This design comes from an exercise in tuning for small area, a short achievable clock period and few clock cycles per item on the open sky130 flow, not from production work. RTL that was checked went through simulation tests only; none was proved equivalent to the original.

==> flow/design.v <==
module img_sha256 (
    input  wire         clk,
    input  wire         rst,         
    input  wire         in_valid,
    output wire         in_ready,
    input  wire [31:0]  in_data,
    input  wire         in_last,
    output reg          out_valid,
    output wire [255:0] out_digest
);
    localparam [1:0] C_IDLE = 2'd0,    
                     C_RND  = 2'd1,    
                     C_ADD  = 2'd2;    
    function [31:0] rotr(input [31:0] x, input integer n);
        rotr = (x >> n) | (x << (32 - n));
    endfunction
    function [31:0] bsig0(input [31:0] x);
        bsig0 = rotr(x, 2) ^ rotr(x, 13) ^ rotr(x, 22);
    endfunction
    function [31:0] bsig1(input [31:0] x);
        bsig1 = rotr(x, 6) ^ rotr(x, 11) ^ rotr(x, 25);
    endfunction
    function [31:0] ssig0(input [31:0] x);
        ssig0 = rotr(x, 7) ^ rotr(x, 18) ^ (x >> 3);
    endfunction
    function [31:0] ssig1(input [31:0] x);
        ssig1 = rotr(x, 17) ^ rotr(x, 19) ^ (x >> 10);
    endfunction
    function [31:0] iv(input [2:0] k);
        case (k)
            3'd0: iv = 32'h6a09e667; 3'd1: iv = 32'hbb67ae85;
            3'd2: iv = 32'h3c6ef372; 3'd3: iv = 32'ha54ff53a;
            3'd4: iv = 32'h510e527f; 3'd5: iv = 32'h9b05688c;
            3'd6: iv = 32'h1f83d9ab; default: iv = 32'h5be0cd19;
        endcase
    endfunction
    reg [5:0]  kc;           
    reg [31:0] k_t;          
    always @(*) begin
        case (kc)
            6'd0:  k_t = 32'h428a2f98; 6'd1:  k_t = 32'h71374491;
            6'd2:  k_t = 32'hb5c0fbcf; 6'd3:  k_t = 32'he9b5dba5;
            6'd4:  k_t = 32'h3956c25b; 6'd5:  k_t = 32'h59f111f1;
            6'd6:  k_t = 32'h923f82a4; 6'd7:  k_t = 32'hab1c5ed5;
            6'd8:  k_t = 32'hd807aa98; 6'd9:  k_t = 32'h12835b01;
            6'd10: k_t = 32'h243185be; 6'd11: k_t = 32'h550c7dc3;
            6'd12: k_t = 32'h72be5d74; 6'd13: k_t = 32'h80deb1fe;
            6'd14: k_t = 32'h9bdc06a7; 6'd15: k_t = 32'hc19bf174;
            6'd16: k_t = 32'he49b69c1; 6'd17: k_t = 32'hefbe4786;
            6'd18: k_t = 32'h0fc19dc6; 6'd19: k_t = 32'h240ca1cc;
            6'd20: k_t = 32'h2de92c6f; 6'd21: k_t = 32'h4a7484aa;
            6'd22: k_t = 32'h5cb0a9dc; 6'd23: k_t = 32'h76f988da;
            6'd24: k_t = 32'h983e5152; 6'd25: k_t = 32'ha831c66d;
            6'd26: k_t = 32'hb00327c8; 6'd27: k_t = 32'hbf597fc7;
            6'd28: k_t = 32'hc6e00bf3; 6'd29: k_t = 32'hd5a79147;
            6'd30: k_t = 32'h06ca6351; 6'd31: k_t = 32'h14292967;
            6'd32: k_t = 32'h27b70a85; 6'd33: k_t = 32'h2e1b2138;
            6'd34: k_t = 32'h4d2c6dfc; 6'd35: k_t = 32'h53380d13;
            6'd36: k_t = 32'h650a7354; 6'd37: k_t = 32'h766a0abb;
            6'd38: k_t = 32'h81c2c92e; 6'd39: k_t = 32'h92722c85;
            6'd40: k_t = 32'ha2bfe8a1; 6'd41: k_t = 32'ha81a664b;
            6'd42: k_t = 32'hc24b8b70; 6'd43: k_t = 32'hc76c51a3;
            6'd44: k_t = 32'hd192e819; 6'd45: k_t = 32'hd6990624;
            6'd46: k_t = 32'hf40e3585; 6'd47: k_t = 32'h106aa070;
            6'd48: k_t = 32'h19a4c116; 6'd49: k_t = 32'h1e376c08;
            6'd50: k_t = 32'h2748774c; 6'd51: k_t = 32'h34b0bcb5;
            6'd52: k_t = 32'h391c0cb3; 6'd53: k_t = 32'h4ed8aa4a;
            6'd54: k_t = 32'h5b9cca4f; 6'd55: k_t = 32'h682e6ff3;
            6'd56: k_t = 32'h748f82ee; 6'd57: k_t = 32'h78a5636f;
            6'd58: k_t = 32'h84c87814; 6'd59: k_t = 32'h8cc70208;
            6'd60: k_t = 32'h90befffa; 6'd61: k_t = 32'ha4506ceb;
            6'd62: k_t = 32'hbef9a3f7; default: k_t = 32'hc67178f2;
        endcase
    end
    reg [3:0]  t;            
    wire [1:0] ph = t[1:0];  
    reg [1:0]  cm;           
    reg        cur_first;    
    reg        cur_last;     
    reg        quiet;        
    reg [31:0] w [0:15];     
    reg [4:0]  nbc;          
    reg [3:0]  base;         
    reg        pad;          
    reg        mk_done;      
    reg        len_here;     
    reg        fill_first;   
    reg        fill_last;    
    reg [20:0] nwords;       
    reg [31:0] a, b, c, d, e, f, g, h;
    reg [31:0] H0, H1, H2, H3, H4, H5, H6, H7;
    reg [31:0] P;            
    integer i;
    wire start = nbc[4] && (t == base) && (cm != C_RND);
    wire wact  = start || ((cm == C_RND) && (kc != 6'd0));   
    wire sched = wact && !(kc[5] && kc[4]);                   
    wire first_ok = (t[1:0] == 2'd3) && !(wact && !(kc[3] || kc[2]));
    wire room  = !sched && !nbc[4] &&
                 ((nbc == 5'd0) ? first_ok : (t == base + nbc[3:0]));
    assign in_ready = room && !pad;
    wire take    = in_valid && in_ready;
    wire padpush = room && pad;
    wire push_in = take || padpush;
    reg [31:0] pad_word;
    always @(*) begin
        if (!mk_done)
            pad_word = 32'h80000000;
        else if (len_here && nbc[3:0] == 4'd15)
            pad_word = {6'd0, nwords, 5'd0};
        else
            pad_word = 32'd0;
    end
    wire [31:0] in_word = pad ? pad_word : in_data;
    wire [31:0] wnext   = ssig1(w[14]) + w[9] + ssig0(w[1]) + w[0];
    wire [31:0] ch  = (e & f) ^ (~e & g);
    wire [31:0] maj = (a & b) ^ (a & c) ^ (b & c);
    wire [31:0] s1  = bsig1(e);
    wire [31:0] s0  = bsig0(a);
    wire [31:0] t1s = s1 ^ ch ^ P;
    wire [31:0] t1c = {((s1[30:0] & ch[30:0]) | (s1[30:0] & P[30:0]) | (ch[30:0] & P[30:0])), 1'b0};
    wire [31:0] es  = t1s ^ t1c ^ d;
    wire [31:0] ec  = {((t1s[30:0] & t1c[30:0]) | (t1s[30:0] & d[30:0]) | (t1c[30:0] & d[30:0])), 1'b0};
    wire [31:0] us  = t1s ^ s0 ^ maj;
    wire [31:0] uc  = {((t1s[30:0] & s0[30:0]) | (t1s[30:0] & maj[30:0]) | (s0[30:0] & maj[30:0])), 1'b0};
    wire [31:0] as_ = us ^ uc ^ t1c;
    wire [31:0] ac  = {((us[30:0] & uc[30:0]) | (us[30:0] & t1c[30:0]) | (uc[30:0] & t1c[30:0])), 1'b0};
    wire [31:0] a_rnd = as_ + ac;
    wire [31:0] e_rnd = es + ec;
    wire [31:0] iv_a = iv({1'b0, ~ph});      
    wire [31:0] iv_e = iv({1'b1, ~ph});      
    wire [31:0] ya   = cur_first ? iv_a : H3;
    wire [31:0] ye   = cur_first ? iv_e : H7;
    wire [31:0] sa   = ya + d;
    wire [31:0] se   = ye + h;
    always @(posedge clk) begin
        b <= a; c <= b; d <= c;
        f <= e; g <= f; h <= g;
        H1 <= H0; H2 <= H1; H3 <= H2;
        H5 <= H4; H6 <= H5; H7 <= H6;
        P <= g + k_t + w[0];
        case (cm)
            C_RND: begin
                a <= a_rnd;
                e <= e_rnd;
                H0 <= H3;
                H4 <= H7;
            end
            C_ADD: begin
                a <= cur_last ? iv_a : sa;
                e <= cur_last ? iv_e : se;
                H0 <= sa;
                H4 <= se;
            end
            default: begin
                a <= d;
                e <= h;
                H0 <= H3;
                H4 <= H7;
            end
        endcase
        for (i = 0; i < 15; i = i + 1)
            w[i] <= w[i + 1];
        w[15] <= sched ? wnext : push_in ? in_word : w[0];
        if (rst) begin
            t          <= 4'd0;
            base       <= 4'd0;
            cm         <= C_ADD;
            cur_first  <= 1'b1;
            cur_last   <= 1'b1;
            quiet      <= 1'b1;
            kc         <= 6'd0;
            nbc        <= 5'd0;
            pad        <= 1'b0;
            mk_done    <= 1'b0;
            len_here   <= 1'b0;
            fill_first <= 1'b1;
            fill_last  <= 1'b0;
            nwords     <= 21'd0;
            out_valid  <= 1'b0;
        end else begin
            t <= t + 4'd1;
            out_valid <= (cm == C_ADD) && (ph == 2'd3) && cur_last && !quiet;
            if (wact)
                kc <= kc + 6'd1;
            case (cm)
                C_RND: if (kc == 6'd0) cm <= C_ADD;
                C_ADD: if (ph == 2'd3) cm <= start ? C_RND : C_IDLE;
                default: if (start) cm <= C_RND;
            endcase
            if (start) begin
                quiet      <= 1'b0;
                cur_first  <= fill_first;
                cur_last   <= fill_last;
                fill_first <= fill_last;
                fill_last  <= 1'b0;
                nbc        <= 5'd0;
            end else if (push_in) begin
                nbc <= nbc + 5'd1;
                if (nbc == 5'd0)
                    base <= t;
            end
            if (take) begin
                nwords <= nwords + 21'd1;
                if (in_last)
                    pad <= 1'b1;
            end
            if (padpush) begin
                mk_done <= 1'b1;
                if (mk_done && nbc[3:0] == 4'd14)
                    len_here <= 1'b1;
                if (len_here && nbc[3:0] == 4'd15) begin
                    pad       <= 1'b0;
                    mk_done   <= 1'b0;
                    len_here  <= 1'b0;
                    fill_last <= 1'b1;
                    nwords    <= 21'd0;
                end
            end
        end
    end
    assign out_digest = {H0, H1, H2, H3, H4, H5, H6, H7};
endmodule
clock: 10.0 ns
lec_check: 0
cap_margin: 20
core_margin: 2
core_utilization: 40
place_density: 0.6
setup_slack_margin: 5
slew_margin: 20
run.sh (not shown) runs the stock make flow with config.mk's settings and CLKGATE_MAP_FILE= SYNTH_SCRIPT=/design/flow/synth_recipe.tcl, a recipe that flattens the netlist after the stock synthesis.
Testbench counts at the start, summed over its fixed seeds: cycles 64,020, words 14,230.
Edit:
--- a/flow/design.v
+++ b/flow/design.v
@@ -72,15 +72,14 @@
             6'd62: k_t = 32'hbef9a3f7; default: k_t = 32'hc67178f2;
         endcase
     end
-    reg [3:0]  t;            
-    wire [1:0] ph = t[1:0];  
+    reg [1:0]  ph;           
     reg [1:0]  cm;           
     reg        cur_first;    
     reg        cur_last;     
     reg        quiet;        
     reg [31:0] w [0:15];     
+    reg [15:0] v;            
     reg [4:0]  nbc;          
-    reg [3:0]  base;         
     reg        pad;          
     reg        mk_done;      
     reg        len_here;     
@@ -91,12 +90,10 @@
     reg [31:0] H0, H1, H2, H3, H4, H5, H6, H7;
     reg [31:0] P;            
     integer i;
-    wire start = nbc[4] && (t == base) && (cm != C_RND);
+    wire start = (ph == 2'd3) && (cm != C_RND) && nbc[4];
     wire wact  = start || ((cm == C_RND) && (kc != 6'd0));   
     wire sched = wact && !(kc[5] && kc[4]);                   
-    wire first_ok = (t[1:0] == 2'd3) && !(wact && !(kc[3] || kc[2]));
-    wire room  = !sched && !nbc[4] &&
-                 ((nbc == 5'd0) ? first_ok : (t == base + nbc[3:0]));
+    wire room  = wact ? (kc[5] && kc[4]) : (!v[15] && !nbc[4]);
     assign in_ready = room && !pad;
     wire take    = in_valid && in_ready;
     wire padpush = room && pad;
@@ -112,6 +109,12 @@
     end
     wire [31:0] in_word = pad ? pad_word : in_data;
     wire [31:0] wnext   = ssig1(w[14]) + w[9] + ssig0(w[1]) + w[0];
+    reg [15:0] mv;
+    always @(*) begin
+        mv[0] = wact || !v[0];
+        for (i = 1; i < 16; i = i + 1)
+            mv[i] = mv[i - 1] || !v[i];
+    end
     wire [31:0] ch  = (e & f) ^ (~e & g);
     wire [31:0] maj = (a & b) ^ (a & c) ^ (b & c);
     wire [31:0] s1  = bsig1(e);
@@ -159,16 +162,16 @@
             end
         endcase
         for (i = 0; i < 15; i = i + 1)
-            w[i] <= w[i + 1];
-        w[15] <= sched ? wnext : push_in ? in_word : w[0];
+            if (mv[i]) w[i] <= w[i + 1];
+        if (mv[15]) w[15] <= sched ? wnext : in_word;
         if (rst) begin
-            t          <= 4'd0;
-            base       <= 4'd0;
+            ph         <= 2'd0;
             cm         <= C_ADD;
             cur_first  <= 1'b1;
             cur_last   <= 1'b1;
             quiet      <= 1'b1;
             kc         <= 6'd0;
+            v          <= 16'd0;
             nbc        <= 5'd0;
             pad        <= 1'b0;
             mk_done    <= 1'b0;
@@ -178,10 +181,13 @@
             nwords     <= 21'd0;
             out_valid  <= 1'b0;
         end else begin
-            t <= t + 4'd1;
+            ph <= ph + 2'd1;
             out_valid <= (cm == C_ADD) && (ph == 2'd3) && cur_last && !quiet;
             if (wact)
                 kc <= kc + 6'd1;
+            for (i = 0; i < 15; i = i + 1)
+                if (mv[i]) v[i] <= v[i + 1];
+            if (mv[15]) v[15] <= sched || push_in;
             case (cm)
                 C_RND: if (kc == 6'd0) cm <= C_ADD;
                 C_ADD: if (ph == 2'd3) cm <= start ? C_RND : C_IDLE;
@@ -196,8 +202,6 @@
                 nbc        <= 5'd0;
             end else if (push_in) begin
                 nbc <= nbc + 5'd1;
-                if (nbc == 5'd0)
-                    base <= t;
             end
             if (take) begin
                 nwords <= nwords + 21'd1;
After rerunning:
- non-clock buffer count rose by 28
- core utilization fell by 0.21 points
- critical path depth fell by 6
- global-route usage fell by 0.68 points
- maximum frequency hardly moves
- via count rose by 5.9%
- worst setup slack degrades by 0.0054 ns
- synthesized cell count fell by 0.48%
- synthesized area rose by 11%
Function not checked in the second run of this note: the RTL went through the layout flow alone.

Setup of run A:
img_sha256, a different RTL version from the one above (not shown whole).
For scale: ~4100 cells after synthesis, about 1100 flip-flops, roughly 290 I/O pins.
// img_sha256
module img_sha256 (
    input  wire         clk,
    input  wire         rst,         
    input  wire         in_valid,
    output wire         in_ready,
    input  wire [31:0]  in_data,
    input  wire         in_last,
    output reg          out_valid,
    output wire [255:0] out_digest
);
==> flow/config.mk <==
export PLATFORM = sky130hd
export DESIGN_NAME = img_sha256
export DESIGN_NICKNAME = img_sha256
export VERILOG_FILES = /design/flow/design.v
export SDC_FILE = /design/flow/constraint.sdc
export NUM_CORES = 4
export LEC_CHECK = 0
export CAP_MARGIN = 20
export CORE_MARGIN = 2
export CORE_UTILIZATION = 40
export PLACE_DENSITY = 0.6
export SETUP_SLACK_MARGIN = 5
export SLEW_MARGIN = 20
==> flow/constraint.sdc <==
create_clock -name core_clock -period 10.0 [get_ports {clk}]
set_input_delay 2.0000 -clock core_clock [delete_from_list [all_inputs] [get_ports {clk}]]
set_output_delay 2.0000 -clock core_clock [all_outputs]
set_load 0.01 [all_outputs]
standard.sh (not shown) runs the stock make flow with config.mk's settings and CLKGATE_MAP_FILE= SYNTH_SCRIPT=/design/flow/synth_recipe.tcl, a recipe that flattens the netlist after the stock synthesis.
==> flow/flow/run.sh <==
#!/bin/bash
# Standard layout, with the port buffers made from the smallest buffer.
set -euo pipefail
export BUFFER_PORTS_ARGS="-buffer_cell sky130_fd_sc_hd__buf_1"
bash standard.sh > standard_flow.log 2>&1
Run A reached the end of the flow, and the finished layout is clean on the timing, design-rule and antenna checks.
> inputs changed (run A -> run G)
--- a/flow/design.v
+++ b/flow/design.v
@@ -133,20 +133,22 @@
     reg        room;         
     reg        pad;          
     reg        mk_done;      
     reg        len_here;     
     reg        fill_first;   
     reg        fill_last;    
     reg [20:0] nwords;       
     reg [31:0] a, b, c, d, e, f, g, h;
     reg [31:0] H0, H1, H2, H3, H4, H5, H6, H7;
     reg [31:0] P;            
+    reg [31:0] S1e;          
+    reg [31:0] CHe;          
     integer i;
     wire start = nbc[4] && (t == fp) && !m_rnd;
     wire wact  = start || (m_rnd && (kc != 6'd0));           
     wire sched = wact && !(kc[5] && kc[4]);                   
     assign in_ready = room && !pad;
     wire take    = in_valid && in_ready;
     wire padpush = room && pad;
     wire push_in = take || padpush;
     wire [3:0] t_n   = t + 4'd1;
     wire [5:0] kc_n  = wact ? kc + 6'd1 : kc;
@@ -166,48 +168,50 @@
             pad_word = {6'd0, nwords, 5'd0};
         else
             pad_word = 32'd0;
     end
     wire [31:0] in_word = pad ? pad_word : in_data;
     wire [31:0] wn_s1  = ssig1(w[14]);
     wire [31:0] wn_s0  = ssig0(w[1]);
     wire [31:0] wn_xs  = csum(wn_s0, w[9], w[0]);
     wire [31:0] wn_xc  = ccar(wn_s0, w[9], w[0]);
     wire [31:0] wnext  = add_bk(csum(wn_xs, wn_xc, wn_s1), ccar(wn_xs, wn_xc, wn_s1));
-    wire [31:0] ch  = (e & f) ^ (~e & g);
     wire [31:0] maj = (a & b) ^ (a & c) ^ (b & c);
-    wire [31:0] s1  = bsig1(e);
     wire [31:0] s0  = bsig0(a);
-    wire [31:0] t1s = csum(s1, ch, P);
-    wire [31:0] t1c = ccar(s1, ch, P);
+    wire [31:0] t1s = csum(S1e, CHe, P);
+    wire [31:0] t1c = ccar(S1e, CHe, P);
     wire [31:0] es  = csum(t1s, t1c, d);
     wire [31:0] ec  = ccar(t1s, t1c, d);
     wire [31:0] us  = csum(t1s, s0, maj);
     wire [31:0] uc  = ccar(t1s, s0, maj);
     wire [31:0] as_ = csum(us, uc, t1c);
     wire [31:0] ac  = ccar(us, uc, t1c);
     wire [31:0] iv_a = iv({1'b0, ~ph});      
     wire [31:0] iv_e = iv({1'b1, ~ph});      
     wire [31:0] ya   = cur_first ? iv_a : H3;
     wire [31:0] ye   = cur_first ? iv_e : H7;
     wire [31:0] a_x  = m_rnd ? as_ : d;
     wire [31:0] a_y  = m_rnd ? ac : m_add ? ya : 32'd0;
     wire [31:0] e_x  = m_rnd ? es : h;
     wire [31:0] e_y  = m_rnd ? ec : m_add ? ye : 32'd0;
     wire [31:0] a_s  = a_x + a_y;
     wire [31:0] e_s  = e_x + e_y;
     wire        ivld = m_add && cur_last;    
+    wire [31:0] a_d  = ivld ? iv_a : a_s;
+    wire [31:0] e_d  = ivld ? iv_e : e_s;
     always @(posedge clk) begin
-        a <= ivld ? iv_a : a_s;
+        a <= a_d;
         b <= a; c <= b; d <= c;
-        e <= ivld ? iv_e : e_s;
+        e <= e_d;
         f <= e; g <= f; h <= g;
+        S1e <= bsig1(e_d);
+        CHe <= (e_d & e) ^ (~e_d & f);
         H0 <= m_add ? a_s : H3;
         H1 <= H0; H2 <= H1; H3 <= H2;
         H4 <= m_add ? e_s : H7;
         H5 <= H4; H6 <= H5; H7 <= H6;
         P <= add_bk(csum(g, k_t, w[0]), ccar(g, k_t, w[0]));
         for (i = 0; i < 15; i = i + 1)
             w[i] <= w[i + 1];
         w[15] <= sched ? wnext : push_in ? in_word : w[0];
         if (rst) begin
             t          <= 4'd0;
==> comparison <==
- Of run A and run G, the lower synthesized area belongs to run A.
- Run G against run A: global-route wire length before repair fell by about 5%; register-to-register slack fell by 0.09 ns.
- Summary of run G over run A: number of buffers inserted during clock tree synthesis saw an increase; post-layout minimum cycle time saw an increase.
- Taking run A as 1.0, run G lands at 1.06 on flip-flop and latch area.
- Compared to run A, run G leaves less free space in the core.
- Changes observed in run G relative to run A: post-route cell area went up 2.7%, total of plain and repair buffers excluding clock buffers went up 6, average cell area after synthesis went up about 2%.
- Of run A and run G, the higher clock-buffer cell count belongs to run G.
- Measured against each other, run A and run G differ in wire length, the higher figure coming from run A.
Function was not checked in any run of this note: the RTL went through the layout flow alone.

[afterwards: timing with drivers on the ports]
The results above use ideal ports. As a check the final layouts listed here were re-extracted and re-timed, cells and wires unchanged. Step 1, drivers: a clkbuf_16 drives clk and a buf_2 each remaining input, both assumed. Step 2 times the ports against the registers' clock, not the clock port: input delays grow and output delays shrink by t, the midpoint of the rising clock arrivals with the driver on. Slacks: no drivers / after step 1 / after step 2; pairs: no drivers / after step 1.
| run | t (ns) | setup WS [ns] | worst hold slack (ns) |
|---|---|---|---|
| the first run of note 1 | 0.809 | 5.058 / 5.058 / 4.429 | 0.275 / 0.275 / 0.275 |
| the second run of note 1 | 0.828 | 5.052 / 5.052 / 4.540 | 0.301 / 0.301 / 0.301 |
| run A | 0.780 | 5.055 / 5.055 / 4.424 | 0.316 / 0.316 / 0.316 |
| run G | 0.788 | 4.967 / 4.967 / 4.654 | 0.288 / 0.288 / 0.288 |
After both steps setup and hold are still met in every run listed. For run A, which loses most, drivers alone change the setup slack by 0.000 ns; drivers and shift together by -0.631 ns.
